From an optimization exercise on the open Yosys and OpenROAD flow, aimed at small area, a short achievable clock period and few clock cycles per item; shortcuts taken in it are not production practice.
Where RTL was checked, it was by simulation tests only, not by an equivalence proof against the original.
No functional check of the RTL was part of run 8.

==> flow/flow/run.sh <==
#!/bin/bash
# Layout flow: the standard ORFS flow (standard.sh, unchanged, with
# the standard flow's config.mk and SDC), with two settings on make's command line:
#  - the port buffers that the flow puts on every input and output are
#    sky130_fd_sc_hd__buf_1 rather than the delay buffer it picks by default.
# make's full output goes to standard_flow.log here; ORFS keeps each step's
# log under orfs/logs.
set -euo pipefail
bash standard.sh SETUP_SLACK_MARGIN=10 "BUFFER_PORTS_ARGS=-buffer_cell sky130_fd_sc_hd__buf_1" > standard_flow.log 2>&1
==> flow/standard.sh <==
#!/bin/bash
# synth_recipe.tcl (not shown) runs the flow's synth.tcl, then flattens the netlist and writes it again
# the make line also repeats each setting of config.mk as NAME=value (left out here)
make -C /OpenROAD-flow-scripts/flow DESIGN_CONFIG=/design/flow/config.mk WORK_HOME=/design/flow/orfs CLKGATE_MAP_FILE= SYNTH_SCRIPT=/design/flow/synth_recipe.tcl "${@:-finish}"
==> flow/config.mk <==
export PLATFORM = sky130hd
export DESIGN_NAME = sha256_core
export DESIGN_NICKNAME = sha256_core
export VERILOG_FILES = /design/flow/design.v
export SDC_FILE = /design/flow/constraint.sdc
export NUM_CORES = 4
export LEC_CHECK = 0
export CAP_MARGIN = 20
export CORE_MARGIN = 2
export CORE_UTILIZATION = 40
export CTS_CLUSTER_DIAMETER = 80
export CTS_CLUSTER_SIZE = 20
export SLEW_MARGIN = 20
==> flow/constraint.sdc <==
create_clock -name core_clock -period 15.0 [get_ports {clk}]
set_input_delay 3.0000 -clock core_clock [delete_from_list [all_inputs] [get_ports {clk}]]
set_output_delay 3.0000 -clock core_clock [all_outputs]
set_load 0.01 [all_outputs]
==> flow/design.v <==
module sha256_core (
    input  wire         clk,
    input  wire         rst,
    input  wire         in_valid,
    output wire         in_ready,
    input  wire         in_first,
    input  wire [511:0] in_block,
    output reg          out_valid,
    output wire [255:0] out_digest
);
    localparam [255:0] IV = {32'h6a09e667, 32'hbb67ae85, 32'h3c6ef372, 32'ha54ff53a,
                             32'h510e527f, 32'h9b05688c, 32'h1f83d9ab, 32'h5be0cd19};
    reg  [5:0]   cnt;           
    reg          run;           
    reg          sv;            
    reg          nf;            
    reg          cf;            
    reg          rdy;
    reg          rst_r;         
    reg  [31:0]  r0, r1, r2, r3, r4, r5, r6, r7;    
    reg  [31:0]  a, b, c, e, f, g;
    reg  [31:0]  p, q;          
    reg  [31:0]  kw;            
    reg  [511:0] ws;            
    wire [63:0] cdec = 64'd1 << cnt;
    wire [31:0] kn;
    assign kn[ 0] = |(cdec & 64'h98b616ea7e8452af);
    assign kn[ 1] = |(cdec & 64'h3cfc429a2e6d9b05);
    assign kn[ 2] = |(cdec & 64'h11d358356a97bd33);
    assign kn[ 3] = |(cdec & 64'h4ed9849981be0945);
    assign kn[ 4] = |(cdec & 64'hf526650f94702d6c);
    assign kn[ 5] = |(cdec & 64'h3ce62b59a48c3d1a);
    assign kn[ 6] = |(cdec & 64'h3cf921853ff76e2d);
    assign kn[ 7] = |(cdec & 64'hfc661269473bdb7b);
    assign kn[ 8] = |(cdec & 64'h54a15317bf53ef8b);
    assign kn[ 9] = |(cdec & 64'h56f9098c578090f7);
    assign kn[10] = |(cdec & 64'hcc2798a3038d9720);
    assign kn[11] = |(cdec & 64'h6d3e857b663546e3);
    assign kn[12] = |(cdec & 64'h250312040a412eab);
    assign kn[13] = |(cdec & 64'h7dabb4e5b3166a41);
    assign kn[14] = |(cdec & 64'hadb1c6d512c0e6a7);
    assign kn[15] = |(cdec & 64'h145a655008bb2957);
    assign kn[16] = |(cdec & 64'hb2c08940eba561da);
    assign kn[17] = |(cdec & 64'hc660b5fcd940ecd4);
    assign kn[18] = |(cdec & 64'h86f4d241484a9e76);
    assign kn[19] = |(cdec & 64'h557d3bcfb266fe30);
    assign kn[20] = |(cdec & 64'hbc1e8ce2c2f8fd3e);
    assign kn[21] = |(cdec & 64'hb4a2e26b6cfc851a);
    assign kn[22] = |(cdec & 64'h3b092338162d180d);
    assign kn[23] = |(cdec & 64'h57da4c505c35fc8b);
    assign kn[24] = |(cdec & 64'h801546174a05b22f);
    assign kn[25] = |(cdec & 64'h70198b6ad62994b0);
    assign kn[26] = |(cdec & 64'h3b4b9a0dfe37c301);
    assign kn[27] = |(cdec & 64'h12bcc08182dd906e);
    assign kn[28] = |(cdec & 64'h94d6fc2a2b7016dd);
    assign kn[29] = |(cdec & 64'h98e710ccc3a6c527);
    assign kn[30] = |(cdec & 64'he0f81f0f0c38e64a);
    assign kn[31] = |(cdec & 64'h3f001ff00fc0f873);
    function [31:0] wj(input [511:0] v, input integer j);
        wj = v[511 - 32*j -: 32];
    endfunction
    function [31:0] hj(input [255:0] v, input integer j);
        hj = v[255 - 32*j -: 32];
    endfunction
    function [31:0] rotr(input [31:0] x, input integer n);
        rotr = (x >> n) | (x << (32 - n));
    endfunction
    reg last, pen, c61, strm, fin, lrun, ld;
    reg [3:0] widx;
    wire [31:0] s0_w  = rotr(wj(ws, 1), 7) ^ rotr(wj(ws, 1), 18) ^ (wj(ws, 1) >> 3);
    wire [31:0] s1_w  = rotr(wj(ws, 14), 17) ^ rotr(wj(ws, 14), 19) ^ (wj(ws, 14) >> 10);
    wire [31:0] w_new = wj(ws, 0) + s0_w + wj(ws, 9) + s1_w;
    wire [31:0] w_in  = in_block[511 - 32*widx -: 32];
    wire [31:0] w_sh  = strm ? w_in : w_new;
    wire [31:0] S1  = rotr(e, 6) ^ rotr(e, 11) ^ rotr(e, 25);
    wire [31:0] ch  = (e & f) ^ (~e & g);
    wire [31:0] S0  = rotr(a, 2) ^ rotr(a, 13) ^ rotr(a, 22);
    wire [31:0] mj  = (a & b) ^ (a & c) ^ (b & c);
    wire [31:0] ta  = p + S1 + ch + S0 + mj;
    wire [31:0] te  = q + S1 + ch;
    reg [31:0] iva, ive;
    always @* begin
        case ({c61, pen})
            2'b10:   begin iva = hj(IV, 3); ive = hj(IV, 7); end
            2'b01:   begin iva = hj(IV, 2); ive = hj(IV, 6); end
            default: begin iva = hj(IV, 1); ive = hj(IV, 5); end
        endcase
    end
    wire [31:0] sa  = ((cf & fin) ? iva : r0) + (a & {32{fin}});
    wire [31:0] se  = ((cf & fin) ? ive : r4) + (e & {32{fin}});
    wire [31:0] y0  = cf ? hj(IV, 0) : r2;
    wire [31:0] y4  = cf ? hj(IV, 4) : r6;
    wire [31:0] y7  = nf ? hj(IV, 7) : r2;
    wire [31:0] y3  = nf ? hj(IV, 3) : r6;
    wire [31:0] hh  = last ? y7 : g;
    wire [31:0] dd  = last ? y3 : c;
    wire [31:0] pn  = hh + kw + (pen ? y0 : 32'd0);
    wire [31:0] qn  = dd + hh + kw + (pen ? y4 : 32'd0);
    wire [31:0] kwn = kn + wj(ws, 1);                    
    always @(posedge clk) begin
        ws <= {ws[479:0], w_sh};
        p  <= pn;
        q  <= qn;
        kw <= kwn;
        a  <= ld ? (nf ? hj(IV, 0) : r1) : ta;
        e  <= ld ? (nf ? hj(IV, 4) : r5) : te;
        if (last) begin
            b <= nf ? hj(IV, 1) : sa;
            c <= nf ? hj(IV, 2) : r7;
            f <= nf ? hj(IV, 5) : se;
            g <= nf ? hj(IV, 6) : r3;
        end else begin
            b <= a; c <= b;
            f <= e; g <= f;
        end
        r0 <= lrun ? ta : r1;
        r1 <= r2; r2 <= r3; r3 <= se;
        r4 <= lrun ? te : r5;
        r5 <= r6; r6 <= r7; r7 <= sa;
    end
    always @(posedge clk)
        rst_r <= rst;
    always @(posedge clk) begin
        if (rst_r) begin
            cnt       <= 6'd47;
            last      <= 1'b0;
            pen       <= 1'b0;
            c61       <= 1'b0;
            strm      <= 1'b1;
            fin       <= 1'b0;
            lrun      <= 1'b0;
            ld        <= 1'b0;
            widx      <= 4'd0;
            run       <= 1'b0;
            sv        <= 1'b0;
            cf        <= 1'b0;
            rdy       <= 1'b0;
            out_valid <= 1'b0;
        end else begin
            cnt       <= cnt + 6'd1;
            last      <= (cnt == 6'd62);
            pen       <= (cnt == 6'd61);
            c61       <= (cnt == 6'd60);
            strm      <= (cnt >= 6'd46) && (cnt <= 6'd61);
            fin       <= run && (cnt >= 6'd60) && (cnt <= 6'd62);
            lrun      <= run && (cnt == 6'd62);
            ld        <= (cnt == 6'd62) && (in_first || !run);
            widx      <= cnt[3:0] + 4'd2;
            out_valid <= run & last;
            rdy       <= sv & (cnt == 6'd61);
            if (cnt == 6'd47) sv <= in_valid;
            if (pen && sv) nf <= in_first;
            if (last) begin
                run <= sv;
                sv  <= 1'b0;
                cf  <= sv & nf;
            end
        end
    end
    assign in_ready   = rdy;
    assign out_digest = {r0, r7, r6, r5, r4, r3, r2, r1};
endmodule
==> out/qor.yml, run 1 <==
via_per_inst: 5.79
fill_cells: 13377
layout-drive-gt1-share_pct: 11.9
final.period_utilization_pct: 32.9
core_area_um2: 139000
crit_chain: "buf_12, inv_1, buf_4, ha_1, buf_4, clkinvlp_4, nor2_4, a21oi_1, o22ai_1, a2111oi_1, nand3_1, ha_1, and3_1, and4_1, a41oi_2, o21ai_2, a32oi_2, nor3_1, nor3_2, a21oi_1, xnor2_1"
dieArea_um2: 143000
gr-total-overflow: 0
final-hold-violation-count: 0
startpoint_type: "flop"
ys_types: 94
synthCells: 5571
antenna_found_initial: 22
rows: 137
required_ns: 15.58
drv_slew: 0
route.detailed.drc: 0
dr.pass1.iters: 6
worstHoldPathType: "reg -> reg"
stdcell_count: 8172
gp_congestion: 1.06
cts_max_level: 3
syn-num-nets: 6628
areaGrowthSynthToFinish_pct: 16.1
met1Wirelength_um: 99600
grt_max_degree: 72
insertion_delay_ns: 0.70
port_buffers: 773
setup_viol: 0
drt_iter0_drc: 5303
yosysSeqAreaShare_pct: 38.5
clk_pin_slew_worst_paths_ns: 0.09
ioPinCount: 774
max_freq_mhz: 203
avgRoutedWirePerCell_um: 29.7
synth-seq-cells: 1080
initial_core_util_pct: 40.3
tightest_slew_ns: 1.03
num-nets-final: 7315
largest_reg_flops: 512
clockBufferDepth: 3
ys.flop_type: "dfxtp_1"
synth-edff-count: 1
fp.dieH_um: 379
route.met3.wl_um: 20500
die_x_um: 379
yosys_warnings: 1
cp.arrival_ns: 5.50
r2r_slack_ns: 10.07
finalClockSkew_ns: 0.0445
slew_headroom_pct: 30.6
cp_max_fo: 16
clkSinkCount: 1080
max_stage_delay_ns: 0.61
async_flop_share_pct: 0
grt.total_usage_pct: 33.0
cts_tree: "built"
grt_setup_unrepaired: "yes"
wl_um: 243000
dp.cells: 7986
grt_pass1_wl_um: 337000
numCtsBuffers: 71
met2WireLength_um: 107000
fin_crit_ns: 4.93
largest_register: "ws"
grt_pass1_vias: 45705
setup-tns-final_ns: 0
highest_layer: "met5"
cts_root_buf: "clkbuf_16"
crit_type: "reg -> reg"
dp_hpwl_um: 194000
postRouteAntennaNets: 0
vias: 47326
maxCapViolCount: 0
syn_avg_cell_area_um2: 10.1
critPathSlowestCell: "a2111oi_1"
synth_area_um2: 56100
status: "no timing/DRC/antenna violations"
crit_path_end_kind: "flop"
[cell usage in the layout (no fill, tap or decap), drive strengths merged, types with 29 or more instances in the layout]
| master | n |
|---|---|
| nand2 | 291 |
| maj3 | 29 |
| clkbuf | 77 |
| xor2 | 148 |
| nor2 | 300 |
| buf | 915 |
| o211ai | 55 |
| xnor2 | 366 |
| nand3 | 65 |
| and3 | 49 |
| mux2 | 99 |
| mux4 | 96 |
| o21bai | 58 |
| a31oi | 40 |
| a221oi | 33 |
| nor3 | 60 |
| fa | 255 |
| a22oi | 47 |
| inv | 372 |
| nor2b | 38 |
| o21a | 43 |
| nand2b | 44 |
| a22o | 74 |
| o22a | 94 |
| dfxtp | 1079 |
| and2 | 111 |
| ha | 286 |
| nand4 | 31 |
| mux2i | 47 |
| a211oi | 35 |
| o21ai | 283 |
| a21oi | 339 |
| a21o | 162 |
[cell usage after synthesis (60+ instances only)]
library cell	instances	area share (%)
and2_1	110	1.2
nand2_1	291	1.9
ha_1	286	6.4
nor3_1	60	0.53
clkbuf_1	253	1.7
o21ai_0	279	2.5
a22o_1	74	1.2
o22a_1	94	1.5
mux2_2	99	2.0
a21o_1	162	2.2
mux4_2	96	3.9
a21oi_1	338	3.0
xor2_1	148	2.3
xnor2_1	366	5.7
fa_1	255	9.1
dfxtp_1	1079	38
nor2_1	300	2.0
inv_1	358	2.4
nand3_1	65	0.58
[through the flow]
step	instance area, um^2	hold slack [ns]	util (%)	setup WS, ns
finish	65200	0.305	46.8	10.07
floorplan	56100	0.310	-	10.13
detailed placement	60900	0.312	43.7	8.93
CTS	64000	0.312	46.0	9.97
global placement	60900	0.310	43.7	8.83
global route	65200	0.322	46.8	9.93
[layout make-up]
type / instances / area (um^2) / share of cell area (%)
multi-input cells: 3823 / 33300 / 51.0
flip-flops and latches: 1080 / 21800 / 33.4
repair buffers: 920 / 4300 / 6.60
well taps: 1876 / 2350 / 3.60
clock buffers: 74 / 1790 / 2.74
inverters: 362 / 1380 / 2.12
clock inverters: 29 / 290 / 0.445
diodes: 8 / 20.0 / 0.0307
[metal layers]
layer,vias up,track usage (%)
met5,-,0
met4,16,16.6
met3,564,5.51
met2,2583,51.8
met1,23359,43.8
li1,20804,-
[logic make-up (layout without fill, tap and decap cells)]
group           Yosys count  in the layout  share of synthesized area [%]
flops                  1080           1080                           38.5
compound gates         1426           1426                           17.1
other cells               0              8                              0
simple gates           1071           1071                           9.16
fa+ha+maj               570            570                           16.0
xor+xnor                514            514                           8.02
buf+inv                 668           1385                           4.50
mux                     242            242                           6.67
[worst paths after layout]
kind,from,end,cells after the start
min,ws[167],ws[199],0
max,cnt[2],kw[31],21
min reg2reg,ws[167],ws[199],0
max reg2reg,cnt[2],kw[31],21
[critical path: cells and delay by family (launching register included)]
family	cells	cell delay, ns
compound gates	7	1.69
xor+xnor	1	0.13
fa+ha+maj	2	0.60
buf+inv	5	0.76
flops	1	0.41
simple gates	6	1.18
[timing repair]
action / 4_1_cts / 5_1_grt
cloned: 2 / 3
buffers inserted: 31 / 39
setup endpoints to repair: 117 / 74
pin swaps: 19 / 43
gates resized for setup: 176 / 184
hold buffers: 0 / 0
endpoints found under the hold margin: 0 / 0
Testbench counts, summed over its fixed seeds: cycles 78,296, items 1,221.
==> run 2: changes to the inputs <==
--- a/flow/config.mk
+++ b/flow/config.mk
@@ -10,4 +10,4 @@
 export CORE_UTILIZATION = 40
-export CTS_CLUSTER_DIAMETER = 80
-export CTS_CLUSTER_SIZE = 20
+export CTS_CLUSTER_DIAMETER = 100
+export CTS_CLUSTER_SIZE = 24
 export SLEW_MARGIN = 20
==> run 2 against run 1 <==
Still clean. Utilization shrank 0.43 points. Hold slack worse by 0.039 ns. Clock-buffer cell count decreased by 15. Synthesized cell count stayed put. Sequential share of layout area is 0.30 points higher. Wire length is essentially flat. Die area unchanged. First-iteration DRC count grew 3.8%. Clock skew grew 0.034 ns. Critical path type unchanged. Highest routed layer unchanged.
==> out/qor.yml, run 2 <==
grt_max_degree: 72
grt_setup_unrepaired: "yes"
synthTopCellsByArea: "dfxtp_1 38%, fa_1 9.1%, ha_1 6.4%"
pre_cts_ws_ns: 8.93
die_x_um: 379
final.period_utilization_pct: 33.2
worstHoldPathType: "reg -> reg"
drv_slew: 0
vias: 47011
ys.flop_type: "dfxtp_1"
final_area_um2: 64600
postRouteAntennaNets: 0
critPathSlowestCell: "a2111oi_1"
fill_cells: 13409
grt.total_usage_pct: 32.9
avgRoutedWirePerCell_um: 29.8
final_cell_mix: "1013 x dfxtp_1, 773 x buf_1, 354 x inv_1, 326 x xnor2_1, 322 x a21oi_1"
dr.pass1.iters: 6
crit_path_end_kind: "flop"
syn_avg_cell_area_um2: 10.1
slew_headroom_pct: 25.9
startpoint_type: "flop"
worst-path-buf-inv: 5
cts_tree: "built"
clkSinkCount: 1080
synth.largest_area_cell: "dfxtp_1"
via_per_inst: 5.78
synthTopCellsByCount: "1079 x dfxtp_1, 366 x xnor2_1, 358 x inv_1, 338 x a21oi_1, 300 x nor2_1"
core_area_um2: 139000
clockBufferDepth: 3
yosysSeqAreaShare_pct: 38.5
status: "no timing/DRC/antenna violations"
tightest_slew_ns: 1.10
initial_core_util_pct: 40.3
yosys.area.top_type_share_pct: 38.5
yosysMostFrequentCell: "dfxtp_1"
cts_hold_buf: 0
largest_register: "ws"
wl_um: 243000
finalClockSkew_ns: 0.0784
max_stage_delay_ns: 0.68
async_flop_share_pct: 0
cts_root_buf: "clkbuf_16"
cp.arrival_ns: 5.59
synth-seq-cells: 1080
yosys_warnings: 1
final-hold-violation-count: 0
crit_type: "reg -> reg"
numCtsBuffers: 53
layout-drive-gt1-share_pct: 11.1
drt_iter0_drc: 5503
ff_latch_area_um2: 21800
synth-edff-count: 1
rows: 137
gp_congestion: 1.06
ys_types: 94
final_common_cell: "dfxtp_1"
fin_crit_ns: 4.99
multi_input_area_um2: 33200
grt_pass1_vias: 45394
ioPinCount: 774
required_ns: 15.61
dp_hpwl_um: 194000
synthCells: 5571
maxCapViolCount: 0
clk_pin_slew_worst_paths_ns: 0.10
setup-tns-final_ns: 0
largest_reg_flops: 512
antenna_found_initial: 21
fp.dieH_um: 379
route.detailed.drc: 0
synth_area_um2: 56100
placed_area_um2: 60900
setup_viol: 0
crit_chain: "buf_12, inv_1, buf_4, ha_1, buf_4, clkinvlp_4, nor2_4, a21oi_1, o22ai_1, a2111oi_1, nand3_1, ha_1, and3_1, a211oi_2, a21bo_2, a31oi_4, o31ai_4, a211o_1, a21oi_1, xnor2_1"
insertion_delay_ns: 0.72
num-nets-final: 7293
port_buffers: 773
grt_pass1_wl_um: 336000
gr-total-overflow: 0
syn-num-nets: 6628
dieArea_um2: 143000
areaGrowthSynthToFinish_pct: 15.0
path_delay_family: "compound AO/OA/AOI/OAI gates"
cts_max_level: 2
final.setup.worst_slack_ns: 10.01
max_freq_mhz: 201
cp_max_fo: 16
run 2: cell counts after synthesis:
No cell type changed its count.
run 2: worst paths after layout:
kind	cells after the start	start	endpoint	slack, ns
setup reg to reg	20	cnt[2]	kw[30]	10.01
hold / removal	0	ws[304]	ws[336]	0.27
setup / recovery	20	cnt[2]	kw[30]	10.01
hold reg to reg	0	ws[304]	ws[336]	0.27
run 2: cell families after synthesis:
group	count (synthesis)	synth area share [%]
flip-flops	1080	38.5
AO/OA/AOI/OAI	1426	17.1
XOR/XNOR	514	8.02
AND/OR/NAND/NOR	1071	9.16
adder cells (fa/ha/maj)	570	16.0
multiplexers	242	6.67
buffers and inverters	668	4.50
run 2: what timing repair did:
item | 4_1_cts | 5_1_grt
resized for setup | 171 | 167
pin swaps | 20 | 33
gates cloned | 2 | 5
endpoints found under the setup margin | 116 | 73
buffers inserted | 29 | 35
run 2: cell type report:
class	count	share of cell area, %
Timing Repair Buffer	915	6.66
Inverter	362	2.14
Clock inverter	11	0.238
Sequential cell	1080	33.7
Clock buffer	59	2.17
Tap cell	1876	3.64
Antenna cell	7	0.0271
Multi-Input combinational cell	3824	51.4
run 2: layer usage:
| layer | GRT usage (%) | up-vias | routed length [um] |
|---|---|---|---|
| met1 | 43.9 | 23215 | 100000 |
| met4 | 15.7 | 14 | 14400 |
| li1 | - | 20710 | - |
| met2 | 52.0 | 2541 | 108000 |
| met5 | 0 | - | 80 |
| met3 | 5.03 | 531 | 19800 |
run 2: through the flow:
stage / cells / hold slack [ns] / util [%]
CTS: 8087 / 0.272 / 45.5
global placement: 7986 / 0.310 / 43.7
global route: 8129 / 0.282 / 46.3
detailed placement: 7986 / 0.312 / 43.7
floorplan: 5571 / 0.310 / -
finish: 8134 / 0.266 / 46.3
==> run 3: changes to the inputs <==
--- a/flow/config.mk
+++ b/flow/config.mk
@@ -12,2 +12,3 @@
 export CTS_CLUSTER_SIZE = 24
+export PLACE_DENSITY = 0.72
 export SLEW_MARGIN = 20
==> run 3 against run 2 <==
Critical path depth is 1 higher. Critical endpoint is now r0[29]. Utilization decreased by 0.11 points. Fmax rose by 0.39%. Critical path type unchanged.
==> out/qor.yml, run 3 <==
status: "no timing/DRC/antenna violations"
max_freq_mhz: 201
endpoint: "r0[29]"
num-nets-final: 7293
synth.area.mux_share_pct: 6.67
grt_pass1_vias: 46032
synthTopCellsByArea: "dfxtp_1 38%, fa_1 9.1%, ha_1 6.4%"
syn-num-nets: 6628
synth-seq-cells: 1080
clockBufferDepth: 3
whs_ns: 0.308
postRouteAntennaNets: 0
synth_area_um2: 56100
die_x_um: 379
synthCells: 5571
drv_slew: 0
worst-path-buf-inv: 5
yosys_warnings: 1
areaGrowthSynthToFinish_pct: 14.7
crit-reg2reg-launch: "a[23]"
clk_pin_slew_worst_paths_ns: 0.09
cts_tree: "built"
port_buffers: 773
largest_reg_flops: 512
fill_cells: 13290
via_per_inst: 5.81
critPathSlowestCell: "fa_1"
syn_avg_cell_area_um2: 10.1
ioPinCount: 774
r2r_slack_ns: 10.03
gp_congestion: 1.02
required_ns: 15.61
crit_chain: "clkinvlp_4, xnor2_4, xnor2_2, ha_1, inv_1, fa_1, inv_1, fa_1, ha_2, inv_1, fa_2, nor2b_2, o31a_1, nor4_2, buf_4, o31ai_4, o211ai_1, a21oi_1, a21oi_1, xnor2_1, mux2_2"
yosys.area.top_type_share_pct: 38.5
synth_xor_area_share_pct: 8.02
synthTopCellsByCount: "1079 x dfxtp_1, 366 x xnor2_1, 358 x inv_1, 338 x a21oi_1, 300 x nor2_1"
final_cell_mix: "1015 x dfxtp_1, 773 x buf_1, 353 x inv_1, 328 x xnor2_1, 325 x a21oi_1"
fin_crit_ns: 4.97
tightest_slew_ns: 1.08
layout-drive-gt1-share_pct: 11.0
avgRoutedWirePerCell_um: 31.3
cp.arrival_ns: 5.58
antenna_found_initial: 47
slew_headroom_pct: 27.3
cts_root_buf: "clkbuf_16"
dp_hpwl_um: 208000
yosysSeqAreaShare_pct: 38.5
reg2reg_depth: 21
ys_types: 94
path_delay_family: "adder cells"
rows: 137
largest_register: "ws"
dr.pass1.iters: 6
drt_iter0_drc: 5069
synth_top_family_by_area: "compound AO/OA/AOI/OAI gates"
yosysMostFrequentCell: "dfxtp_1"
core_area_um2: 139000
clkSinkCount: 1080
stdcell_count: 8146
synth.largest_area_cell: "dfxtp_1"
insertion_delay_ns: 0.72
grt.total_usage_pct: 34.5
grt_max_degree: 116
final_common_cell: "dfxtp_1"
crit_top_cell: "inv_1"
setup-tns-final_ns: 0
vias: 47334
finalClockSkew_ns: 0.0507
dp.cells: 7988
setup_viol: 0
numCtsBuffers: 54
timing.critical_path.from: "a[23]"
initial_core_util_pct: 40.3
crit_cells: 21
final-hold-violation-count: 0
maxCapViolCount: 0
synth-compound-area-share_pct: 17.1
synthAdderAreaFrac_pct: 16.0
crit_type: "reg -> reg"
async_flop_share_pct: 0
grt_pass1_wl_um: 348000
route.detailed.drc: 0
fp.dieH_um: 379
final.period_utilization_pct: 33.1
crit_path_end_kind: "flop"
synth-simple-area-share_pct: 9.16
ys.flop_type: "dfxtp_1"
r2r_end: "r0[29]"
cts_max_level: 2
startpoint_type: "flop"
dieArea_um2: 143000
synth-edff-count: 1
wl_um: 255000
max_stage_delay_ns: 0.51
cp_max_fo: 5
gr-total-overflow: 0
worstHoldPathType: "reg -> reg"
grt_setup_unrepaired: "yes"
[run 3: cell counts after synthesis]
Identical to the previous run, type by type.
[run 3: through the flow]
step           setup WS, ns  utilization (%)  cell area (um^2)
4_1_cts                9.93             45.5             63500
3_3_place_gp           8.85             43.7             60900
5_1_grt                9.88             46.2             64400
6_report              10.03             46.2             64400
3_5_place_dp           8.74             43.7             60900
2_1_floorplan         10.13                -             56100
[run 3: worst min-delay path by stage]
stage / startpoint / to / slack [ns] / depth (start not counted)
final: ws[444] / ws[476] / 0.31 / 0
after floorplan: ws[68] / ws[100] / 0.31 / 0
after detailed placement: ws[447] / ws[479] / 0.31 / 0
after global placement: ws[415] / ws[447] / 0.31 / 0
after global routing: ws[435] / ws[467] / 0.32 / 0
after CTS: ws[267] / ws[299] / 0.30 / 0
[run 3: layer usage]
metal / GRT usage, % / part of all wire [%] / vias up
met5: 0 / 0.054 / -
met4: 22.5 / 7.8 / 22
met3: 6.36 / 8.5 / 536
met2: 55.1 / 45 / 2622
met1: 42.7 / 38 / 23412
li1: - / - / 20742
[run 3: area by class of cell]
type	instances	area [um^2]	share of cell area (%)
multi-input combinational	3824	33100	51.3
sequential	1080	21800	33.8
timing repair buffer	914	4200	6.51
tap	1876	2350	3.64
inverter	362	1400	2.18
clock buffer	57	1380	2.15
clock inverter	13	209	0.324
antenna	20	50.0	0.0777
[run 3: worst register-to-register path: cells and delay by family (launching register included)]
kind	cells	cell delay, ns
xor+xnor	3	0.61
compound gates	5	1.01
buf+inv	5	0.54
simple gates	2	0.20
fa+ha+maj	5	1.80
mux	1	0.27
flops	1	0.43
[run 3: repair_timing]
action,in CTS,in global routing
hold buffers,0,0
resized for setup,179,144
setup endpoints to repair,123,61
pin swaps,22,25
buffers inserted,32,33
cloned,0,3
[run 3: cells by family after synthesis]
kind of cell | count (synthesis)
AOI/OAI and AO/OA | 1426
muxes | 242
and+or+nand+nor | 1071
buffers and inverters | 668
xor gates and xnor gates | 514
adders and majority gates | 570
DFF | 1080
==> run 4: changes to the inputs <==
--- a/flow/config.mk
+++ b/flow/config.mk
@@ -12,3 +12,3 @@
 export CTS_CLUSTER_SIZE = 24
-export PLACE_DENSITY = 0.72
 export SLEW_MARGIN = 20
+export TNS_END_PERCENT = 5
==> run 4 against run 3 <==
Synthesized area unchanged. Clock-buffer cell count is 2 higher. Flip-flop and latch count unchanged. Non-clock buffer count decreased by 18. Global-route usage is 1.7 points lower. Setup slack got worse by 0.083 ns. Fmax is 1.6% lower. Cell area decreased by 0.59%. Synthesized cell count unchanged. Die area unchanged. Largest cell class unchanged. Highest routed layer unchanged.
==> out/qor.yml, run 4 <==
cts_tree: "built"
dr.pass1.iters: 7
ff_latch_area_um2: 21800
cts_hold_buf: 0
clkSinkCount: 1080
top_usage_layer: "met2"
postRouteAntennaNets: 0
final-hold-violation-count: 0
route.detailed.drc: 0
drt_iter0_drc: 5458
cp_max_fo: 16
initial_core_util_pct: 40.3
gp_congestion: 1.06
yosysSeqAreaShare_pct: 38.5
crit_type: "reg -> reg"
largest_register: "ws"
antenna_found_initial: 22
cts_max_level: 2
syn-num-nets: 6628
synthTopCellsByArea: "dfxtp_1 38%, fa_1 9.1%, ha_1 6.4%"
grt_setup_unrepaired: "yes"
yosys_warnings: 1
grt_max_degree: 72
num-nets-final: 7273
ioPinCount: 774
largest_reg_flops: 512
final_common_cell: "dfxtp_1"
async_flop_share_pct: 0
slew_headroom_pct: 23.5
worst-path-buf-inv: 5
yosysMostFrequentCell: "dfxtp_1"
layout-drive-gt1-share_pct: 10.4
grt_use_met2_pct: 52.0
synthCells: 5571
startpoint_type: "flop"
numCtsBuffers: 53
clockBufferDepth: 3
wl_um: 241000
yosys.area.top_type_share_pct: 38.5
drv_slew: 0
grt_use_met1_pct: 43.9
synth.largest_area_cell: "dfxtp_1"
dieArea_um2: 143000
met3_usage_pct: 5.00
synth_area_um2: 56100
areaGrowthSynthToFinish_pct: 14.1
insertion_delay_ns: 0.71
finalClockSkew_ns: 0.0711
final_cell_mix: "1015 x dfxtp_1, 773 x buf_1, 355 x inv_1, 332 x xnor2_1, 326 x a21oi_1"
grt_pass1_wl_um: 336000
grt.total_usage_pct: 32.9
synth-edff-count: 1
cts_root_buf: "clkbuf_16"
tightest_slew_ns: 1.14
fp.dieH_um: 379
status: "no timing/DRC/antenna violations"
syn_avg_cell_area_um2: 10.1
post-route-util_pct: 46.0
rows: 137
setup-tns-final_ns: 0
max_freq_mhz: 198
port_buffers: 773
crit_path_end_kind: "flop"
final.period_utilization_pct: 33.7
gr-total-overflow: 0
via_per_inst: 5.77
synthTopCellsByCount: "1079 x dfxtp_1, 366 x xnor2_1, 358 x inv_1, 338 x a21oi_1, 300 x nor2_1"
critPathSlowestCell: "a2111oi_1"
maxCapViolCount: 0
dp_hpwl_um: 194000
cp.arrival_ns: 5.66
ys.flop_type: "dfxtp_1"
synth-seq-cells: 1080
core_area_um2: 139000
multi_input_area_um2: 32900
vias: 46824
setup_viol: 0
die_x_um: 379
fin_crit_ns: 5.05
worstHoldPathType: "reg -> reg"
fill_cells: 13443
clk_pin_slew_worst_paths_ns: 0.10
max_stage_delay_ns: 0.64
avgRoutedWirePerCell_um: 29.7
path_delay_family: "compound AO/OA/AOI/OAI gates"
crit_chain: "buf_12, inv_1, buf_4, ha_1, buf_4, clkinvlp_4, nor2_4, a21oi_1, o22ai_1, a2111oi_1, nand3_1, ha_1, and3_1, a211oi_2, a21bo_2, a31oi_4, o31ai_4, a211o_1, a21oi_1, xnor2_1"
required_ns: 15.61
ys_types: 94
grt_pass1_vias: 45371
==> run 4: cell types whose count changed in the layout (fill, tap and decap cells not counted), sizes merged <==
cell | before | now
clkinv | 6 | 9
buf | 911 | 893
bufbuf | 0 | 2
inv | 363 | 359
nand2 | 292 | 291
bufinv | 1 | 2
clkinvlp | 5 | 3
diode | 20 | 13
==> run 4: area by class of cell <==
type                    instances  share of cell area (%)
diodes                         13                  0.0508
clock buffers                  59                    2.19
well taps                    1876                    3.66
multi-input cells            3823                    51.4
inverters                     362                    2.15
clock inverters                11                   0.240
repair buffers                896                    6.34
flip-flops and latches       1080                    34.0
==> run 4: cells by family (layout without fill, tap and decap cells) <==
logic type / count (synthesis) / in the layout / share of synthesized area, %
mux: 242 / 242 / 6.67
flops: 1080 / 1080 / 38.5
xor+xnor: 514 / 514 / 8.02
simple gates: 1071 / 1071 / 9.16
fa+ha+maj: 570 / 570 / 16.0
compound gates: 1426 / 1426 / 17.1
buf+inv: 668 / 1328 / 4.50
other cells: 0 / 13 / 0
==> run 4: path summary, 6_finish.rpt <==
path	startpoint	to	slack (ns)	cells past startpoint
setup reg to reg	cnt[2]	kw[30]	9.95	20
hold reg to reg	ws[428]	ws[460]	0.27	0
hold / removal	ws[428]	ws[460]	0.27	0
setup / recovery	cnt[2]	kw[30]	9.95	20
==> run 4: what timing repair did <==
action                     in CTS  in global routing
resized for setup             157                118
setup buffers                  27                 21
gates cloned                    2                  1
pin swaps                      16                 25
setup endpoints to repair     116                 78
==> run 4: per-layer routing <==
layer | share of wire (%) | vias to the layer above
li1 | - | 20694
met1 | 41 | 23098
met2 | 44 | 2488
met3 | 8.2 | 532
met4 | 5.9 | 12
met5 | 0.029 | -
==> run 4: metrics by stage <==
stage	setup slack, ns	hold slack, ns	std cells	instance area [um^2]
3_5_place_dp	8.93	0.312	7986	60900
6_report	9.95	0.268	8120	64000
3_3_place_gp	8.83	0.310	7986	60900
4_1_cts	9.95	0.272	8085	63400
2_1_floorplan	10.13	0.310	5571	56100
5_1_grt	9.82	0.282	8109	64000
==> run 5: changes to the inputs <==
--- a/flow/config.mk
+++ b/flow/config.mk
@@ -7,3 +7,3 @@
 export LEC_CHECK = 0
-export CAP_MARGIN = 20
+export CAP_MARGIN = 5
 export CORE_MARGIN = 2
@@ -12,3 +12,2 @@
 export CTS_CLUSTER_SIZE = 24
-export SLEW_MARGIN = 20
-export TNS_END_PERCENT = 5
+export SLEW_MARGIN = 5
==> run 5 against run 4 <==
Critical endpoint unchanged. Hold slack worse by 0.018 ns. Register-to-register slack better by 0.07 ns. Non-clock buffer count up 28. Fmax up 1.5%. Still clean. Setup slack better by 0.075 ns. Synthesized cell count unchanged. Cell area up 0.77%.
==> out/qor.yml, run 5 <==
cp.arrival_ns: 5.59
dr.pass1.iters: 8
final.period_utilization_pct: 33.2
gr-total-overflow: 0
areaGrowthSynthToFinish_pct: 14.9
dp_hpwl_um: 193000
drt_iter0_drc: 5270
largest_reg_flops: 512
drv_slew: 0
ioPinCount: 774
startpoint_type: "flop"
clockBufferDepth: 3
core_area_um2: 139000
grt_pass1_wl_um: 337000
max_freq_mhz: 201
synth_area_um2: 56100
synthTopCellsByArea: "dfxtp_1 38%, fa_1 9.1%, ha_1 6.4%"
clkSinkCount: 1080
rows: 137
gp_congestion: 1.06
synth-seq-cells: 1080
antenna_found_initial: 27
port_buffers: 773
crit_chain: "buf_6, buf_8, nor2_1, buf_4, nand2_1, a21o_1, nand2_1, or2_2, nor4_2, nand4_1, ha_1, a211o_1, a41o_1, a31oi_4, o31ai_4, a211o_1, a21oi_1, xnor2_1"
dp.cells: 7986
cts_tree: "built"
die_x_um: 379
cts_hold_buf: 0
initial_core_util_pct: 40.3
via_per_inst: 5.78
stdcell_count: 8156
insertion_delay_ns: 0.72
setup_viol: 0
largest_register: "ws"
synthCells: 5571
fill_cells: 13320
final_cell_mix: "1013 x dfxtp_1, 773 x buf_1, 355 x inv_1, 329 x xnor2_1, 325 x a21oi_1"
fp.dieH_um: 379
ys.flop_type: "dfxtp_1"
synthTopCellsByCount: "1079 x dfxtp_1, 366 x xnor2_1, 358 x inv_1, 338 x a21oi_1, 300 x nor2_1"
fin_crit_ns: 4.98
yosysSeqAreaShare_pct: 38.5
cts_root_buf: "clkbuf_16"
tightest_slew_ns: 0.995
route.detailed.drc: 0
num-nets-final: 7301
grt_pass1_vias: 45435
final_common_cell: "dfxtp_1"
multi_input_area_um2: 33100
async_flop_share_pct: 0
ff_latch_area_um2: 21800
final_area_um2: 64500
slew_headroom_pct: 33.5
numCtsBuffers: 53
final.setup.worst_slack_ns: 10.02
status: "no timing/DRC/antenna violations"
layout-drive-gt1-share_pct: 11.3
cts_max_level: 2
synth.largest_area_cell: "dfxtp_1"
vias: 47112
syn_avg_cell_area_um2: 10.1
critPathSlowestCell: "nor4_2"
avgRoutedWirePerCell_um: 29.7
maxCapViolCount: 0
setup-tns-final_ns: 0
clk_pin_slew_worst_paths_ns: 0.10
final-hold-violation-count: 0
grt_max_degree: 72
placed_area_um2: 60900
yosysMostFrequentCell: "dfxtp_1"
worstHoldPathType: "reg -> reg"
yosys.area.top_type_share_pct: 38.5
cp_max_fo: 71
required_ns: 15.61
pre_cts_ws_ns: 8.84
syn-num-nets: 6628
dieArea_um2: 143000
crit_path_end_kind: "flop"
finalClockSkew_ns: 0.0839
ys_types: 94
postRouteAntennaNets: 0
grt_setup_unrepaired: "yes"
wl_um: 242000
synth-edff-count: 1
crit_type: "reg -> reg"
max_stage_delay_ns: 0.55
yosys_warnings: 1
grt.total_usage_pct: 32.9
whs_ns: 0.250
[run 5: cell families after synthesis]
logic type               after synthesis  synth area share [%]
adder cells (fa/ha/maj)              570                  16.0
AO/OA/AOI/OAI                       1426                  17.1
flip-flops                          1080                  38.5
buffers and inverters                668                  4.50
XOR/XNOR                             514                  8.02
multiplexers                         242                  6.67
AND/OR/NAND/NOR                     1071                  9.16
[run 5: metrics by stage]
stage	util, %
after global placement	43.7
after floorplan	-
after CTS	45.5
final	46.3
after global routing	46.3
after detailed placement	43.7
[run 5: critical path, delay by kind of cell (launching register included)]
kind | cells | cell delay (ns)
xor gates and xnor gates | 1 | 0.13
and+or+nand+nor | 6 | 1.48
DFF | 1 | 0.33
AOI/OAI and AO/OA | 7 | 1.55
adders and majority gates | 1 | 0.40
buffers and inverters | 3 | 0.94
[run 5: area by class of cell]
cell class                 instances  area share [%]
multi-input combinational       3823            51.3
sequential                      1080            33.7
timing repair buffer             924            6.72
tap                             1876            3.64
clock buffer                      63            2.26
inverter                         362            2.13
clock inverter                     9           0.174
antenna                           19          0.0737
[run 5: final timing paths]
path | startpoint | endpoint | slack, ns | depth (start not counted)
max | cnt[5] | kw[30] | 10.02 | 18
min | ws[366] | ws[398] | 0.25 | 0
max reg2reg | cnt[5] | kw[30] | 10.02 | 18
min reg2reg | ws[366] | ws[398] | 0.25 | 0
[run 5: timing repair]
action | 4_1_cts | 5_1_grt
gates resized for setup | 164 | 164
gates cloned | 3 | 2
pin swaps | 19 | 41
buffers inserted | 28 | 46
hold endpoints to repair | 0 | 0
endpoints found under the setup margin | 115 | 71
[run 5: per-layer routing]
layer  up-vias  part of all wire (%)  track usage, %
met5         -                 0.038               0
met4        14                   5.9            16.4
met3       558                   8.4            5.49
met2      2571                    44            51.8
met1     23228                    41            43.6
li1      20741                     -               -
==> run 6: changes to the inputs <==
--- a/flow/config.mk
+++ b/flow/config.mk
@@ -7,7 +7,7 @@
 export LEC_CHECK = 0
-export CAP_MARGIN = 5
+export CAP_MARGIN = 20
 export CORE_MARGIN = 2
-export CORE_UTILIZATION = 40
+export CORE_UTILIZATION = 50
 export CTS_CLUSTER_DIAMETER = 100
 export CTS_CLUSTER_SIZE = 24
-export SLEW_MARGIN = 5
+export SLEW_MARGIN = 20
==> run 6 against run 5 <==
Register-to-register slack got worse by 0.05 ns. Critical path type unchanged. Highest routed layer unchanged. Via count increased by 0.79%. Still clean on timing, DRC and antenna.
==> out/qor.yml, run 6 <==
crit-reg2reg-launch: "cnt[0]"
drt_iter0_drc: 5427
largest_reg_flops: 512
drv_slew: 0
grt_setup_unrepaired: "yes"
maxCapViolCount: 0
worstHoldPathType: "reg -> reg"
cts_hold_buf: 0
post-route-util_pct: 57.5
yosys_warnings: 1
async_flop_share_pct: 0
endpoint: "kw[30]"
final.period_utilization_pct: 33.5
vias: 47483
setup-tns-final_ns: 0
gr-total-overflow: 0
crit_path_end_kind: "flop"
hold_start: "ws[163]"
yosysSeqAreaShare_pct: 38.5
synthCells: 5571
grt_pass1_vias: 45950
required_ns: 15.63
final_cell_mix: "1010 x dfxtp_1, 773 x buf_1, 351 x inv_1, 330 x xnor2_1, 325 x a21oi_1"
final_common_cell: "dfxtp_1"
yosys.area.top_type_share_pct: 38.5
rows: 122
syn-num-nets: 6628
synthTopCellsByArea: "dfxtp_1 38%, fa_1 9.1%, ha_1 6.4%"
cp_max_fo: 22
crit_type: "reg -> reg"
synth.largest_area_cell: "dfxtp_1"
cts_max_level: 2
via_per_inst: 6.13
core_area_um2: 111000
finalClockSkew_ns: 0.0419
cts_tree: "built"
largest_register: "ws"
synth_area_um2: 56100
wl_um: 246000
setup_viol: 0
dieArea_um2: 115000
grt_max_degree: 72
syn_avg_cell_area_um2: 10.1
ys_types: 94
clockBufferDepth: 3
startpoint_type: "flop"
grt_pass1_wl_um: 341000
final_area_um2: 63800
placed_area_um2: 60400
antenna_found_initial: 52
reg2reg_depth: 17
grt.total_usage_pct: 41.6
fp.dieH_um: 339
initial_core_util_pct: 50.6
die_x_um: 339
route.detailed.drc: 0
synth-seq-cells: 1080
clk_pin_slew_worst_paths_ns: 0.09
ioPinCount: 774
numCtsBuffers: 53
postRouteAntennaNets: 0
final-hold-violation-count: 0
synthTopCellsByCount: "1079 x dfxtp_1, 366 x xnor2_1, 358 x inv_1, 338 x a21oi_1, 300 x nor2_1"
dp_hpwl_um: 198000
fin_crit_ns: 5.03
synth-edff-count: 1
layout-drive-gt1-share_pct: 11.0
timing.critical_path.from: "cnt[0]"
insertion_delay_ns: 0.73
yosysMostFrequentCell: "dfxtp_1"
cp.arrival_ns: 5.65
fill_cells: 9835
areaGrowthSynthToFinish_pct: 13.7
max_freq_mhz: 199
status: "no timing/DRC/antenna violations"
cts_root_buf: "clkbuf_16"
slew_headroom_pct: 19.1
num-nets-final: 7282
avgRoutedWirePerCell_um: 31.8
port_buffers: 773
ys.flop_type: "dfxtp_1"
r2r_slack_ns: 9.97
dr.pass1.iters: 5
tightest_slew_ns: 1.21
gp_congestion: 1.07
clkSinkCount: 1080
r2r_end: "kw[30]"
run 6: cell counts after synthesis:
No cell type changed its count.
run 6: layer usage:
layer  GRT usage (%)  up-vias  part of all wire, %
li1                -    20696                    -
met3            10.3      607                   10
met5               0        -                0.059
met1            52.4    23327                   38
met2            63.6     2827                   44
met4            26.8       26                  7.7
run 6: worst max-delay path, cell delays in order, from the launching register on:
cell	delay (ns)
dfxtp_2	0.43
inv_1	0.09
ha_1	0.20
buf_4	0.23
nand3_1	0.58
nand2_1	0.22
a311oi_1	0.76
nand4_1	0.26
ha_1	0.41
o21ai_1	0.14
o21bai_1	0.10
a211oi_2	0.29
a21bo_2	0.30
a31oi_4	0.23
o31ai_4	0.10
a211o_1	0.31
a21oi_1	0.17
xnor2_1	0.13
run 6: how the worst min path moves through the flow:
stage              end  cells past startpoint
3_3_place_gp   ws[103]                      0
2_1_floorplan  ws[100]                      0
5_1_grt        ws[195]                      0
6_report       ws[195]                      0
3_5_place_dp   ws[100]                      0
4_1_cts        ws[204]                      0
run 6: per-stage QoR:
stage | worst slack, ns | std cells | hold WS (ns)
after floorplan | 10.13 | 5571 | 0.310
after global placement | 8.65 | 7594 | 0.310
after detailed placement | 8.68 | 7594 | 0.312
after CTS | 9.93 | 7680 | 0.305
after global routing | 9.86 | 7725 | 0.317
final | 9.97 | 7741 | 0.313
run 6: cell families after synthesis:
logic type / count (synthesis) / synth area share, %
AOI/OAI and AO/OA: 1426 / 17.1
DFF: 1080 / 38.5
and+or+nand+nor: 1071 / 9.16
buffers and inverters: 668 / 4.50
adders and majority gates: 570 / 16.0
xor gates and xnor gates: 514 / 8.02
muxes: 242 / 6.67
run 6: cell type report:
class                   instances  area [um^2]  share of cell area, %
inverters                     362         1390                   2.17
well taps                    1488         1860                   2.92
diodes                         18         45.0                 0.0706
flip-flops and latches       1080        21800                   34.1
clock buffers                  54         1330                   2.08
clock inverters                11          130                  0.204
multi-input cells            3824        33100                   51.9
repair buffers                904         4190                   6.56
run 6: timing repair:
action                                  CTS  global route
endpoints found under the setup margin  126            66
buffers inserted                         18            42
pin swaps                                14            36
cloned                                    3             1
gates resized for setup                 184           140
==> run 7: changes to the inputs <==
--- a/flow/flow/run.sh
+++ b/flow/flow/run.sh
@@ -8,2 +8,2 @@
 set -euo pipefail
-bash standard.sh SETUP_SLACK_MARGIN=10 "BUFFER_PORTS_ARGS=-buffer_cell sky130_fd_sc_hd__buf_1" > standard_flow.log 2>&1
+bash standard.sh SETUP_SLACK_MARGIN=10.25 "BUFFER_PORTS_ARGS=-buffer_cell sky130_fd_sc_hd__buf_1" > standard_flow.log 2>&1
--- a/flow/config.mk
+++ b/flow/config.mk
@@ -9,3 +9,3 @@
 export CORE_MARGIN = 2
-export CORE_UTILIZATION = 50
+export CORE_UTILIZATION = 40
 export CTS_CLUSTER_DIAMETER = 100
==> run 7 against run 6 <==
Still clean on timing, DRC and antenna. Synthesized cell count stayed put. Utilization is 10 points lower. Critical endpoint is now r0[29].
==> out/qor.yml, run 7 <==
numCtsBuffers: 54
synth-edff-count: 1
setup_viol: 0
postRouteAntennaNets: 0
initial_core_util_pct: 40.3
crit-reg2reg-launch: "e[10]"
max_freq_mhz: 205
maxCapViolCount: 0
synthTopCellsByCount: "1079 x dfxtp_1, 366 x xnor2_1, 358 x inv_1, 338 x a21oi_1, 300 x nor2_1"
grt_max_degree: 78
async_flop_share_pct: 0
wl_um: 243000
hold_start: "ws[365]"
tightest_slew_ns: 1.03
clkSinkCount: 1080
placed_area_um2: 60900
crit_type: "reg -> reg"
met2WireLength_um: 109000
final_area_um2: 66200
largest_reg_flops: 512
yosys_warnings: 1
areaGrowthSynthToFinish_pct: 18.0
largest_register: "ws"
fin_crit_ns: 4.88
met1Wirelength_um: 102000
setup-tns-final_ns: 0
gp_congestion: 1.03
yosysMostFrequentCell: "dfxtp_1"
cts_max_level: 2
route.detailed.drc: 0
timing.critical_path.from: "e[10]"
grt_setup_unrepaired: "yes"
clockBufferDepth: 3
die_x_um: 379
rows: 137
vias: 46813
cp.arrival_ns: 5.49
required_ns: 15.60
ys.flop_type: "dfxtp_1"
insertion_delay_ns: 0.71
antenna_found_initial: 24
synthCells: 5571
ys_types: 94
final_cell_mix: "1004 x dfxtp_1, 773 x buf_1, 348 x inv_1, 311 x a21oi_1, 306 x xnor2_1"
cp_max_fo: 6
worstHoldPathType: "reg -> reg"
highest_layer: "met5"
syn-num-nets: 6628
cts_hold_buf: 0
fp.dieH_um: 379
final-hold-violation-count: 0
grt_pass1_vias: 45285
cts_tree: "built"
syn_avg_cell_area_um2: 10.1
synth-seq-cells: 1080
yosys.area.top_type_share_pct: 38.5
num-nets-final: 7359
avgRoutedWirePerCell_um: 29.7
route.met3.wl_um: 18900
drv_slew: 0
ioPinCount: 774
dieArea_um2: 143000
cts_root_buf: "clkbuf_16"
yosysSeqAreaShare_pct: 38.5
layout-drive-gt1-share_pct: 14.1
dr.pass1.iters: 6
clk_pin_slew_worst_paths_ns: 0.10
final_common_cell: "dfxtp_1"
final.period_utilization_pct: 32.6
startpoint_type: "flop"
port_buffers: 773
core_area_um2: 139000
grt_pass1_wl_um: 336000
synth.largest_area_cell: "dfxtp_1"
finalClockSkew_ns: 0.0515
slew_headroom_pct: 31.4
status: "no timing/DRC/antenna violations"
synth_area_um2: 56100
synthTopCellsByArea: "dfxtp_1 38%, fa_1 9.1%, ha_1 6.4%"
grt.total_usage_pct: 32.9
dp_hpwl_um: 193000
via_per_inst: 5.71
drt_iter0_drc: 4863
gr-total-overflow: 0
crit_path_end_kind: "flop"
==> run 7: per-stage QoR <==
stage          setup WS [ns]  utilization [%]  hold slack [ns]  instances
2_1_floorplan          10.31                -            0.310       5571
3_3_place_gp            8.75             43.7            0.310       7987
3_5_place_dp            8.71             43.7            0.312       7987
4_1_cts                10.19             46.2            0.307       8118
5_1_grt                10.02             47.5            0.305       8195
6_report               10.12             47.5            0.297       8199
==> run 7: final timing paths <==
path	depth (start not counted)	slack (ns)	to
worst max-delay path	18	10.12	r0[29]
worst min-delay path	0	0.30	ws[397]
worst min register to register	0	0.30	ws[397]
worst max register to register	18	10.12	r0[29]
==> run 7: worst max-delay path, cell delays in order, from the launching register on <==
cell and delay, ns:
dfxtp_2 0.50, xor2_1 0.29, xnor2_2 0.16, xor2_1 0.19, ha_1 0.19, o21bai_1 0.17, fa_1 0.57, fa_1 0.42
ha_1 0.30, o21a_1 0.21, o31a_1 0.27, nor4_4 0.07, buf_6 0.15, o31ai_4 0.33, o211ai_1 0.27, a21oi_1 0.22
a21oi_2 0.09, xnor2_2 0.14, mux2_4 0.26
==> run 7: cell type report <==
type / count / area [um^2]
diodes: 9 / 22.5
clock buffers: 58 / 1400
clock inverters: 10 / 156
fillers: 13266 / 73100
inverters: 362 / 1390
multi-input cells: 3824 / 34100
flip-flops and latches: 1080 / 21800
well taps: 1876 / 2350
repair buffers: 980 / 5030
==> run 7: logic make-up after synthesis <==
family	synth area share [%]
fa+ha+maj	16.0
compound gates	17.1
flops	38.5
simple gates	9.16
buf+inv	4.50
xor+xnor	8.02
mux	6.67
==> run 7: repair_timing <==
item / in CTS / in global routing
cloned: 4 / 7
setup buffers: 59 / 65
endpoints found under the setup margin: 157 / 82
pin swaps: 48 / 82
gates resized for setup: 332 / 236
==> run 7: layer usage <==
layer,vias to the layer above,GRT usage [%]
li1,20858,-
met1,23174,44.5
met2,2309,51.9
met3,464,4.71
met4,8,14.9
met5,-,0
==> run 8: changes to the inputs <==
--- a/flow/design.v
+++ b/flow/design.v
@@ -68,3 +68,3 @@
     reg last, pen, c61, strm, fin, lrun, ld;
-    reg [3:0] widx;
+    reg [15:0] wsel;            
     wire [31:0] s0_w  = rotr(wj(ws, 1), 7) ^ rotr(wj(ws, 1), 18) ^ (wj(ws, 1) >> 3);
@@ -72,4 +72,10 @@
     wire [31:0] w_new = wj(ws, 0) + s0_w + wj(ws, 9) + s1_w;
-    wire [31:0] w_in  = in_block[511 - 32*widx -: 32];
-    wire [31:0] w_sh  = strm ? w_in : w_new;
+    reg  [31:0] w_in;
+    integer j;
+    always @* begin
+        w_in = 32'd0;
+        for (j = 0; j < 16; j = j + 1)
+            w_in = w_in | (in_block[511 - 32*j -: 32] & {32{wsel[j]}});
+    end
+    wire [31:0] w_sh  = w_in | (w_new & {32{~strm}});
     wire [31:0] S1  = rotr(e, 6) ^ rotr(e, 11) ^ rotr(e, 25);
@@ -132,3 +138,3 @@
             ld        <= 1'b0;
-            widx      <= 4'd0;
+            wsel      <= 16'd1;
             run       <= 1'b0;
@@ -147,3 +153,3 @@
             ld        <= (cnt == 6'd62) && (in_first || !run);
-            widx      <= cnt[3:0] + 4'd2;
+            wsel      <= ((cnt >= 6'd46) && (cnt <= 6'd61)) ? (16'd1 << (cnt[3:0] + 4'd2)) : 16'd0;
             out_valid <= run & last;
--- a/flow/flow/run.sh
+++ b/flow/flow/run.sh
@@ -8,2 +8,2 @@
 set -euo pipefail
-bash standard.sh SETUP_SLACK_MARGIN=10.25 "BUFFER_PORTS_ARGS=-buffer_cell sky130_fd_sc_hd__buf_1" > standard_flow.log 2>&1
+bash standard.sh SETUP_SLACK_MARGIN=10.5 "BUFFER_PORTS_ARGS=-buffer_cell sky130_fd_sc_hd__buf_1" > standard_flow.log 2>&1
--- a/flow/config.mk
+++ b/flow/config.mk
@@ -10,3 +10,3 @@
 export CORE_UTILIZATION = 40
-export CTS_CLUSTER_DIAMETER = 100
+export CTS_BUF_LIST = sky130_fd_sc_hd__clkbuf_8
 export CTS_CLUSTER_SIZE = 24
==> run 8 against run 7 <==
First-iteration DRC count decreased by 0.37%. Register-to-register slack got worse by 0.07 ns. Synthesized area decreased by 2.5%. Non-clock buffer count increased by 238. Critical endpoint is now r0[21]. Largest cell class unchanged. Highest routed layer unchanged.
==> out/qor.yml, run 8 <==
grt_pass1_vias: 48671
synth-edff-count: 1
final.period_utilization_pct: 33.0
reg2reg_depth: 23
async_flop_share_pct: 0
drv_slew: 0
areaGrowthSynthToFinish_pct: 31.2
finalClockSkew_ns: 0.0764
dp_hpwl_um: 202000
grt_max_degree: 62
worstHoldPathType: "reg -> reg"
synthTopCellsByCount: "1091 x dfxtp_1, 380 x inv_1, 377 x xnor2_1, 324 x nor2_1, 301 x nand2_1"
cp.arrival_ns: 5.77
grt_setup_unrepaired: "yes"
setup_viol: 0
yosys_warnings: 1
cts_hold_buf: 0
slew_headroom_pct: 25.8
route.detailed.drc: 0
tightest_slew_ns: 1.11
synth.largest_area_cell: "dfxtp_1"
clockBufferDepth: 3
yosys.area.top_type_share_pct: 39.9
highest_layer: "met5"
yosysSeqAreaShare_pct: 40.0
dieArea_um2: 140000
startpoint_type: "flop"
crit_type: "reg -> reg"
cts_tree: "built"
whs_path_depth: 0
die_x_um: 374
ys.flop_type: "dfxtp_1"
syn_avg_cell_area_um2: 9.80
final_cell_mix: "778 x dfxtp_1, 537 x buf_1, 405 x inv_1, 349 x buf_4, 317 x xnor2_1"
dr.pass1.iters: 6
synth-seq-cells: 1092
worst-path-buf-inv: 7
synthCells: 5585
met1Wirelength_um: 100000
fp.dieH_um: 374
status: "no timing/DRC/antenna violations"
clk_pin_slew_worst_paths_ns: 0.06
antenna_found_initial: 42
setup-tns-final_ns: 0
drt_iter0_drc: 4845
maxCapViolCount: 0
cts_max_level: 4
cp_max_fo: 7
largest_register: "ws"
crit_chain: "xnor2_4, xnor2_2, buf_6, xnor2_2, ha_1, inv_2, fa_1, inv_1, fa_1, ha_2, inv_2, fa_2, nor2b_1, o21a_1, o21ai_2, a21oi_2, buf_6, nand4_1, a31o_4, buf_4, buf_6, xnor2_4, mux2_4"
insertion_delay_ns: 0.93
final-hold-violation-count: 0
clkSinkCount: 1092
fin_crit_ns: 4.96
crit-reg2reg-launch: "e[7]"
largest_reg_flops: 512
gr-total-overflow: 0
crit_top_cell: "buf_6"
met2WireLength_um: 121000
max_stage_delay_ns: 0.49
max_freq_mhz: 202
grt.total_usage_pct: 37.0
worstHoldEndpoint: "ws[338]"
wl_um: 269000
ys_types: 89
whs_ns: 0.305
hold_start: "ws[306]"
initial_core_util_pct: 40.3
postRouteAntennaNets: 0
num-nets-final: 7754
avgRoutedWirePerCell_um: 31.1
route.met3.wl_um: 23400
rows: 135
synth_area_um2: 54700
critPathSlowestCell: "fa_1"
grt_pass1_wl_um: 367000
path_delay_family: "adder cells"
port_buffers: 773
synthTopCellsByArea: "dfxtp_1 40%, fa_1 9.3%, ha_1 6.5%"
r2r_end: "r0[21]"
numCtsBuffers: 179
yosysMostFrequentCell: "dfxtp_1"
vias: 49746
syn-num-nets: 6641
final_common_cell: "dfxtp_1"
ioPinCount: 774
via_per_inst: 5.75
cts_root_buf: "clkbuf_8"
layout-drive-gt1-share_pct: 26.6
required_ns: 15.82
gp_congestion: 1.02
r2r_slack_ns: 10.04
core_area_um2: 136000
crit_path_end_kind: "flop"
run 8: final cells by class:
class | count | area, um^2
sequential | 1092 | 22700
clock inverter | 102 | 967
fill | 12181 | 63800
inverter | 383 | 1460
timing repair buffer | 1218 | 7800
clock buffer | 222 | 3060
tap | 1781 | 2230
antenna | 22 | 55.1
multi-input combinational | 3824 | 33500
run 8: how the worst max path moves through the flow:
stage,start,to,slack [ns],depth (start not counted)
after detailed placement,last,q[30],8.72,16
after global placement,last,q[30],8.73,16
after floorplan,cnt[1],kw[30],10.46,21
after CTS,a[3],r0[29],10.06,23
after global routing,e[12],r0[29],9.90,23
final,e[7],r0[21],10.04,23
run 8: metrics by stage:
stage / instances / utilization [%] / instance area (um^2) / setup slack (ns)
floorplan: 5585 / - / 54900 / 10.46
global placement: 7922 / 43.9 / 59500 / 8.73
detailed placement: 7922 / 43.9 / 59500 / 8.72
CTS: 8511 / 51.1 / 69300 / 10.06
global route: 8633 / 52.9 / 71800 / 9.90
finish: 8644 / 52.9 / 71800 / 10.04
run 8: timing repair:
| action | in CTS | in global routing |
|---|---|---|
| buffers inserted | 253 | 109 |
| endpoints found under the setup margin | 498 | 139 |
| pin swaps | 114 | 198 |
| gates resized for setup | 1159 | 328 |
| cloned | 12 | 2 |
run 8: kinds of logic (layout without fill, tap and decap cells):
group                      after synthesis  count (layout)  share of synthesized area (%)
DFF                                   1092            1092                           40.0
buffers and inverters                  671            1925                           4.60
adders and majority gates              569             569                           16.4
AOI/OAI and AO/OA                     1497            1497                           19.0
other                                    0              22                              0
muxes                                   78              78                           1.57
xor gates and xnor gates               509             509                           8.15
and+or+nand+nor                       1169            1171                           10.3
run 8: layer usage:
metal / up-vias / track usage, %
met5: - / 0
met4: 16 / 27.4
met3: 755 / 8.04
met2: 2822 / 59.4
met1: 24333 / 43.6
li1: 21820 / -

-- re-timing with driven ports --
The results above use ideal ports. As a check the final layouts listed here were re-extracted and re-timed, cells and wires unchanged. Step 1 assumes that a clkbuf_16 drives the clock port and a buf_2 every other input. Step 2 adds t to the input delays and takes it off the output delays; t is the mean of the earliest and latest rising clock arrival at the registers after step 1. Input paths then give back, and output paths get back, about the clock's delay inside the block. Slacks: ideal / step 1 / step 2; pairs: ideal / step 1.
run	t (ns)	setup slack, ns	worst hold slack (ns)	latest minus earliest clock arrival (ns)	cell pins on the clock port's net
run 1	0.758	10.072 / 10.072 / 9.773	0.305 / 0.305 / 0.305	0.050 / 0.050	1
run 2	0.754	10.013 / 10.013 / 9.765	0.266 / 0.266 / 0.266	0.080 / 0.080	1
run 3	0.776	10.032 / 10.032 / 9.632	0.308 / 0.308 / 0.308	0.053 / 0.053	1
run 4	0.754	9.950 / 9.950 / 9.764	0.268 / 0.268 / 0.268	0.075 / 0.075	1
run 5	0.752	10.024 / 10.024 / 9.824	0.250 / 0.250 / 0.250	0.086 / 0.085	1
run 6	0.766	9.974 / 9.974 / 9.650	0.313 / 0.313 / 0.313	0.055 / 0.055	1
run 7	0.762	10.116 / 10.116 / 9.874	0.297 / 0.297 / 0.297	0.054 / 0.054	1
run 8	0.976	10.044 / 10.044 / 9.868	0.305 / 0.305 / 0.305	0.077 / 0.077	1
After both steps setup and hold are still met in every run listed. The setup slack of run 3, which loses most, moves by 0.000 ns with the drivers and by -0.400 ns with both steps.
